What follows belongs to an exercise in optimizing a design on an open flow for small area, a short achievable clock period and few clock cycles per item; a production flow would make more cautious choices.
Function was checked by simulation only, so behaviour that the tests miss may differ from the original.
No activity file was given, so power comes from the tool's default toggle rates.

Setup of north:
// anvil_bus_mac
module anvil_bus_mac (
    input  wire        clk,
    input  wire        rst,
    input  wire        in_valid,
    output wire        in_ready,
    input  wire [39:0] in_sample,    
    input  wire [23:0] in_gain,      
    input  wire        in_last,
    output reg         out_valid,
    input  wire        out_ready,
    output reg  [39:0] out_value,    
    output reg         out_clip
);
    localparam [39:0] MAX40 = 40'h7F_FFFF_FFFF;
    localparam [39:0] MIN40 = 40'h80_0000_0000;
    reg en, ei, rdy;
    assign in_ready = rdy;
    wire [24:0] gx = {in_gain, 1'b0};
    wire [11:0] dneg, done_, dtwo;
    genvar j;
    generate for (j = 0; j < 12; j = j + 1) begin : g_booth
        wire b2 = gx[2*j+2], b1 = gx[2*j+1], b0 = gx[2*j];
        assign dneg[j]  = b2;
        assign done_[j] = b1 ^ b0;
        assign dtwo[j]  = (b2 & ~b1 & ~b0) | (~b2 & b1 & b0);
    end endgenerate
    reg [39:0] s_r;
    reg [11:0] bneg, bone, btwo;
    reg        gnz;           
    reg        i_v, i_l;
    always @(posedge clk) begin
        if (ei) begin
            s_r  <= in_sample;
            bneg <= dneg;
            bone <= done_;
            btwo <= dtwo;
            gnz  <= |in_gain;
            i_l  <= in_last;
        end
        if (rst)      i_v <= 1'b0;
        else if (rdy) i_v <= in_valid;
    end
    wire pneg = (s_r[39] ^ bneg[11]) & (|s_r) & gnz;
    wire [42:0] sx = {{2{s_r[39]}}, s_r, 1'b0};
    wire [41:0] pp0 = (({42{bone[0]}} & sx[42:1]) | ({42{btwo[0]}} & sx[41:0])) ^ {42{bneg[0]}};
    wire [41:0] pp1 = (({42{bone[1]}} & sx[42:1]) | ({42{btwo[1]}} & sx[41:0])) ^ {42{bneg[1]}};
    wire [41:0] pp2 = (({42{bone[2]}} & sx[42:1]) | ({42{btwo[2]}} & sx[41:0])) ^ {42{bneg[2]}};
    wire [41:0] pp3 = (({42{bone[3]}} & sx[42:1]) | ({42{btwo[3]}} & sx[41:0])) ^ {42{bneg[3]}};
    wire [41:0] pp4 = (({42{bone[4]}} & sx[42:1]) | ({42{btwo[4]}} & sx[41:0])) ^ {42{bneg[4]}};
    wire [41:0] pp5 = (({42{bone[5]}} & sx[42:1]) | ({42{btwo[5]}} & sx[41:0])) ^ {42{bneg[5]}};
    wire [41:0] pp6 = (({42{bone[6]}} & sx[42:1]) | ({42{btwo[6]}} & sx[41:0])) ^ {42{bneg[6]}};
  ...
Size: roughly 3100 cells after synthesis, ~320 flip-flops, about 0.033 mm² of cells after synthesis.
clock: 18.0 ns
lec_check: 0
abc_area: 1
cap_margin: 20
core_margin: 2
core_utilization: 40
place_density: 0.6
slew_margin: 60
synth_hierarchical: 1
standard.sh (not shown) runs the stock make flow with config.mk's settings and CLKGATE_MAP_FILE= SYNTH_SCRIPT=/design/flow/synth_recipe.tcl, a recipe that flattens the netlist after the stock synthesis.
==> flow/flow/run.sh <==
#!/bin/bash
# The standard layout, except that buffer_ports gives the ports
# sky130_fd_sc_hd__buf_2 buffers instead of the delay buffers it picks by
# default. Every port still gets its own buffer.
set -euo pipefail
bash standard.sh "BUFFER_PORTS_ARGS=-buffer_cell sky130_fd_sc_hd__buf_2" finish > standard.log 2>&1
Every stage of the flow completed for north, and the final layout passed the timing, DRC and antenna checks.
Testbench counts of north, summed over its fixed seeds: cycles 79,310, items 4,800.
### north -> south
Settings: changing CORE_UTILIZATION from 40 to 55; changing PLACE_DENSITY from 0.6 to 0.7.
Findings:
Looking at pin count of the biggest net entering global routing across south and north, the one that comes out higher is north.
Cmp south and north / met2 track utilization from global routing / higher: south
north → south: share of total power in the clock network decreased by 0.7 points relative to the old numbers; largest voltage drop on the vdd net now sits higher; iteration count of the initial detailed-routing pass comparable; post-detailed-routing wire length fell by about 0.9%; hold slack grew by 9.5 ps.

---

Another version of the RTL of anvil_bus_mac (not shown whole).
Size in the first run: ~110 I/O pins.
clock: 18.0 ns
lec_check: 0
abc_area: 1
cap_margin: 20
core_margin: 2
core_utilization: 40
cts_cluster_diameter: 100
cts_cluster_size: 24
place_density: 0.6
slew_margin: 60
synth_hierarchical: 1
==> flow/flow/run.sh <==
#!/bin/bash
# The standard layout, except:
# - buffer_ports gives the ports sky130_fd_sc_hd__buf_2 buffers instead of
#   the delay buffers it picks by default (every port still gets a buffer);
# - repair_timing works to a setup slack margin, so that it improves the
#   paths that already meet the clock period. The clock, its period and the
#   constraints are the standard flow's.
set -euo pipefail
bash standard.sh "BUFFER_PORTS_ARGS=-buffer_cell sky130_fd_sc_hd__buf_2" "SETUP_SLACK_MARGIN=13.3" finish > standard.log 2>&1
The starting point went through all stages and came out clean.
Testbench counts at the start, summed over its fixed seeds: cycles 79,310, items 4,800.
==> next run, changes <==
CORE_UTILIZATION = 50   (was 40)
PLACE_DENSITY = 0.65   (was 0.6)
SLEW_MARGIN = 20   (was 60)
After rerunning:
- combinational power increases by about 3%
- synthesized cell count does not change
- via count increases by about 2.7%
- register-to-register slack is about the same
- utilization increases by 10 points
- count of clock-buffer cells in the layout increases by 1
==> next run, changes <==
==> flow/flow/run.sh (replaced) <==
#!/bin/bash
# The standard layout, except that buffer_ports gives the ports
# sky130_fd_sc_hd__buf_2 buffers instead of the delay buffers it picks by
# default. Every port still gets its own buffer.
set -euo pipefail
bash standard.sh "BUFFER_PORTS_ARGS=-buffer_cell sky130_fd_sc_hd__buf_2" finish > standard.log 2>&1
CORE_UTILIZATION = 40   (was 50)
CTS_BUF_LIST = sky130_fd_sc_hd__clkbuf_8   (was not set)
CTS_CLUSTER_DIAMETER = not set   (was 100)
CTS_CLUSTER_SIZE = not set   (was 24)
PLACE_DENSITY = 0.6   (was 0.65)
SLEW_MARGIN = 60   (was 20)
After rerunning: The new run produced a clean layout; synthesized cell count is unchanged; worst hold slack loses 5.7 ps; via count falls by 1.3%; area after synthesis stays the same; power rises by 1.6%; global-route usage falls by 4.5 points; core utilization falls by 9.4 points; design area rises by 2.9%.
==> next run, changes <==
CTS_BUF_LIST = not set   (was sky130_fd_sc_hd__clkbuf_8)
Result: Die area stays the same; synthesized area stays the same; total power rises slightly; hold slack is about the same; final cell count went down slightly; worst setup slack improves by 91 ps.
==> next run, changes <==
==> flow/flow/run.sh (replaced) <==
#!/bin/bash
# The standard layout, except:
# - buffer_ports gives the ports sky130_fd_sc_hd__buf_2 buffers instead of
#   the delay buffers it picks by default (every port still gets a buffer);
# - repair_timing works to a setup slack margin, so that it improves the
#   paths that already meet the clock period. The clock, its period and the
#   constraints are the standard flow's.
set -euo pipefail
bash standard.sh "BUFFER_PORTS_ARGS=-buffer_cell sky130_fd_sc_hd__buf_2" "SETUP_SLACK_MARGIN=13.3" finish > standard.log 2>&1
Result:
- clock skew goes up by 5.0 ps
- cell area rose slightly
- power increases slightly
- worst hold slack got worse by 13 ps
- wire length grows slightly
- core utilization goes up by 0.17 points
- setup slack gains 40 ps
==> next run, changes <==
CTS_CLUSTER_DIAMETER = 150   (was not set)
CTS_CLUSTER_SIZE = 32   (was not set)
Outcome: Power shrinks by 6.7%; cell area went down by 2.6%; global-route usage drops by 0.28 points; register-to-register slack hardly moves.

---

## violet
anvil_bus_mac, a different RTL version from the one above (not shown whole).
Size in the first run: about 4000 cells after synthesis, roughly 320 flip-flops, roughly 110 I/O pins.
Design anvil_bus_mac, start of the top module:
module anvil_bus_mac (
    input  wire        clk,
    input  wire        rst,
    input  wire        in_valid,
    output wire        in_ready,
    input  wire [39:0] in_sample,    
    input  wire [23:0] in_gain,      
    input  wire        in_last,
    output reg         out_valid,
    input  wire        out_ready,
    output reg  [39:0] out_value,    
    output reg         out_clip
);
==> flow/config.mk <==
export PLATFORM = sky130hd
export DESIGN_NAME = anvil_bus_mac
export DESIGN_NICKNAME = anvil_bus_mac
export VERILOG_FILES = /design/flow/design.v
export SDC_FILE = /design/flow/constraint.sdc
export NUM_CORES = 4
export LEC_CHECK = 0
export ABC_AREA = 1
export CAP_MARGIN = 20
export CORE_MARGIN = 2
export CORE_UTILIZATION = 40
export PLACE_DENSITY = 0.6
export SLEW_MARGIN = 60
export SYNTH_HIERARCHICAL = 1
==> flow/constraint.sdc <==
create_clock -name core_clock -period 18.0 [get_ports {clk}]
set_input_delay 3.6000 -clock core_clock [delete_from_list [all_inputs] [get_ports {clk}]]
set_output_delay 3.6000 -clock core_clock [all_outputs]
set_load 0.01 [all_outputs]
run.sh (not shown) runs the stock make flow with config.mk's settings and CLKGATE_MAP_FILE= SYNTH_SCRIPT=/design/flow/synth_recipe.tcl, a recipe that flattens the netlist after the stock synthesis.
Stock flow here: none of the scripts above is used.
violet ran to completion and came out clean on the timing, DRC and antenna checks.
Testbench counts of violet, summed over its fixed seeds: cycles 79,310, items 4,800.
Changes in xenon relative to violet:
==> flow/flow/run.sh (new file) <==
#!/bin/bash
# The standard layout, except that buffer_ports gives the ports
# sky130_fd_sc_hd__buf_2 buffers instead of the delay buffers it picks by
# default. Every port still gets its own buffer.
set -euo pipefail
bash standard.sh "BUFFER_PORTS_ARGS=-buffer_cell sky130_fd_sc_hd__buf_2" finish > standard.log 2>&1
==> flow/standard.sh (new file) <==
#!/bin/bash
# synth_recipe.tcl (not shown) runs the flow's synth.tcl, then flattens the netlist and writes it again
# the make line also repeats each setting of config.mk as NAME=value (left out here)
make -C /OpenROAD-flow-scripts/flow DESIGN_CONFIG=/design/flow/config.mk WORK_HOME=/design/flow/orfs CLKGATE_MAP_FILE= SYNTH_SCRIPT=/design/flow/synth_recipe.tcl "${@:-finish}"
removed: flow/run.sh
[summary]
xenon ends up with a share of total power in the clock network that is 0.3 points lower than in violet. xenon vs. violet: setup slack grew by 0.34 ns; worst hold margin shrank by 0.0032 ns. The run with more routed wire is violet, not xenon.

---

== JK ==
RTL: one of the versions met above, not the one the previous note started from.
Size in the first run: roughly 3000 cells after synthesis, about 320 flip-flops.
==> flow/config.mk <==
export PLATFORM = sky130hd
export DESIGN_NAME = anvil_bus_mac
export DESIGN_NICKNAME = anvil_bus_mac
export VERILOG_FILES = /design/flow/design.v
export SDC_FILE = /design/flow/constraint.sdc
export NUM_CORES = 4
export LEC_CHECK = 0
export ABC_AREA = 1
export CAP_MARGIN = 20
export CORE_MARGIN = 2
export CORE_UTILIZATION = 40
export CTS_CLUSTER_DIAMETER = 100
export CTS_CLUSTER_SIZE = 24
export PLACE_DENSITY = 0.75
export SLEW_MARGIN = 20
export SYNTH_HIERARCHICAL = 1
==> flow/constraint.sdc <==
create_clock -name core_clock -period 18.0 [get_ports {clk}]
set_input_delay 3.6000 -clock core_clock [delete_from_list [all_inputs] [get_ports {clk}]]
set_output_delay 3.6000 -clock core_clock [all_outputs]
set_load 0.01 [all_outputs]
standard.sh (not shown) runs the stock make flow with config.mk's settings and CLKGATE_MAP_FILE= SYNTH_SCRIPT=/design/flow/synth_recipe.tcl, a recipe that flattens the netlist after the stock synthesis.
==> flow/flow/run.sh <==
#!/bin/bash
# The standard layout, except:
# - buffer_ports gives the ports sky130_fd_sc_hd__buf_2 buffers instead of
#   the delay buffers it picks by default (every port still gets a buffer);
# - repair_timing works to a setup slack margin, so that it improves the
#   paths that already meet the clock period. The clock, its period and the
#   constraints are the standard flow's.
set -euo pipefail
bash standard.sh "BUFFER_PORTS_ARGS=-buffer_cell sky130_fd_sc_hd__buf_2" "SETUP_SLACK_MARGIN=13.3" finish > standard.log 2>&1
JK | stages: all done | timing, DRC, antenna: all pass
Testbench counts of JK, summed over its fixed seeds: cycles 79,310, items 4,800.
Modified inputs, MS compared to JK
- PLACE_DENSITY changed from 0.75 to 0.6
- CTS_CLUSTER_DIAMETER removed (was 100)
- CTS_CLUSTER_SIZE removed (was 24)
- SLEW_MARGIN changed from 20 to 60
diff --git a/flow/flow/run.sh b/flow/flow/run.sh
--- a/flow/flow/run.sh
+++ b/flow/flow/run.sh
@@ -9 +9 @@
-bash standard.sh "BUFFER_PORTS_ARGS=-buffer_cell sky130_fd_sc_hd__buf_2" "SETUP_SLACK_MARGIN=13.3" finish > standard.log 2>&1
+bash standard.sh "BUFFER_PORTS_ARGS=-buffer_cell sky130_fd_sc_hd__buf_2" "SETUP_SLACK_MARGIN=13.8" finish > standard.log 2>&1
==> comparison <==
- | total routed wirelength | MS vs JK | worse |
- Compared with JK, MS shows a layout-stage area growth over the synthesis result that is 6.5 points higher.
- There was hardly any difference in sequential-cell power consumption between MS and JK.
- When the final numbers for JK and MS were put side by side, the worst hold slack turned out to be smaller in MS.
- Changes observed in MS relative to JK: number of nets in the finished design rose 87; fmax now sits lower; design area picked up an extra 2100 um^2.

==> re-timing with driven ports <==
No port has a modelled driver above. Below, the same layouts with a new extraction and two added sets of constraints.
Step 1 (the two cells are an assumption about what drives the block):
set clk [get_ports {clk}]
set_driving_cell -lib_cell sky130_fd_sc_hd__clkbuf_16 $clk
set_driving_cell -lib_cell sky130_fd_sc_hd__buf_2 [delete_from_list [all_inputs] $clk]
Step 2 times the ports against the registers' clock, not the clock port: input delays grow and output delays shrink by t, the midpoint of the rising clock arrivals with the driver on.
Slacks: ideal ports / drivers / drivers and shift; pairs: ideal ports / drivers.
run	shift t [ns]	slack for setup (ns)	hold slack, ns	worst setup path at the end	worst register clock-pin slew, ns
north	0.630	13.243 / 13.186 / 13.274	0.423 / 0.423 / 0.423	input to register	0.06 / 0.06
south	0.626	13.145 / 13.145 / 13.145	0.432 / 0.432 / 0.432	register to register	0.06 / 0.06
the first run of note 2	0.618	13.255 / 13.188 / 13.326	0.431 / 0.431 / 0.431	input to register	0.10 / 0.10
the second run of note 2	0.628	13.281 / 13.221 / 12.939	0.439 / 0.439 / 0.439	input to register	0.10 / 0.10
the third run of note 2	0.752	13.106 / 13.040 / 13.237	0.434 / 0.434 / 0.434	register to register	0.07 / 0.07
the fourth run of note 2	0.643	13.197 / 13.131 / 13.241	0.435 / 0.435 / 0.435	register to register	0.07 / 0.07
the fifth run of note 2	0.639	13.238 / 13.172 / 13.296	0.422 / 0.422 / 0.422	input to register	0.06 / 0.06
the sixth run of note 2	0.621	13.264 / 13.195 / 13.327	0.433 / 0.433 / 0.433	input to register	0.12 / 0.12
violet	0.639	12.912 / 12.851 / 12.920	0.429 / 0.429 / 0.429	input to register	0.06 / 0.06
xenon	0.645	13.254 / 13.193 / 13.207	0.426 / 0.426 / 0.426	input to register	0.07 / 0.07
JK	0.621	13.250 / 13.193 / 13.031	0.431 / 0.431 / 0.431	input to register	0.10 / 0.10
MS	0.632	13.215 / 13.150 / 13.361	0.421 / 0.421 / 0.421	input to register	0.06 / 0.06
After both steps setup and hold are still met in every run listed. For the second run of note 2, which loses most, drivers alone change the setup slack by -0.060 ns; drivers and shift together by -0.342 ns.
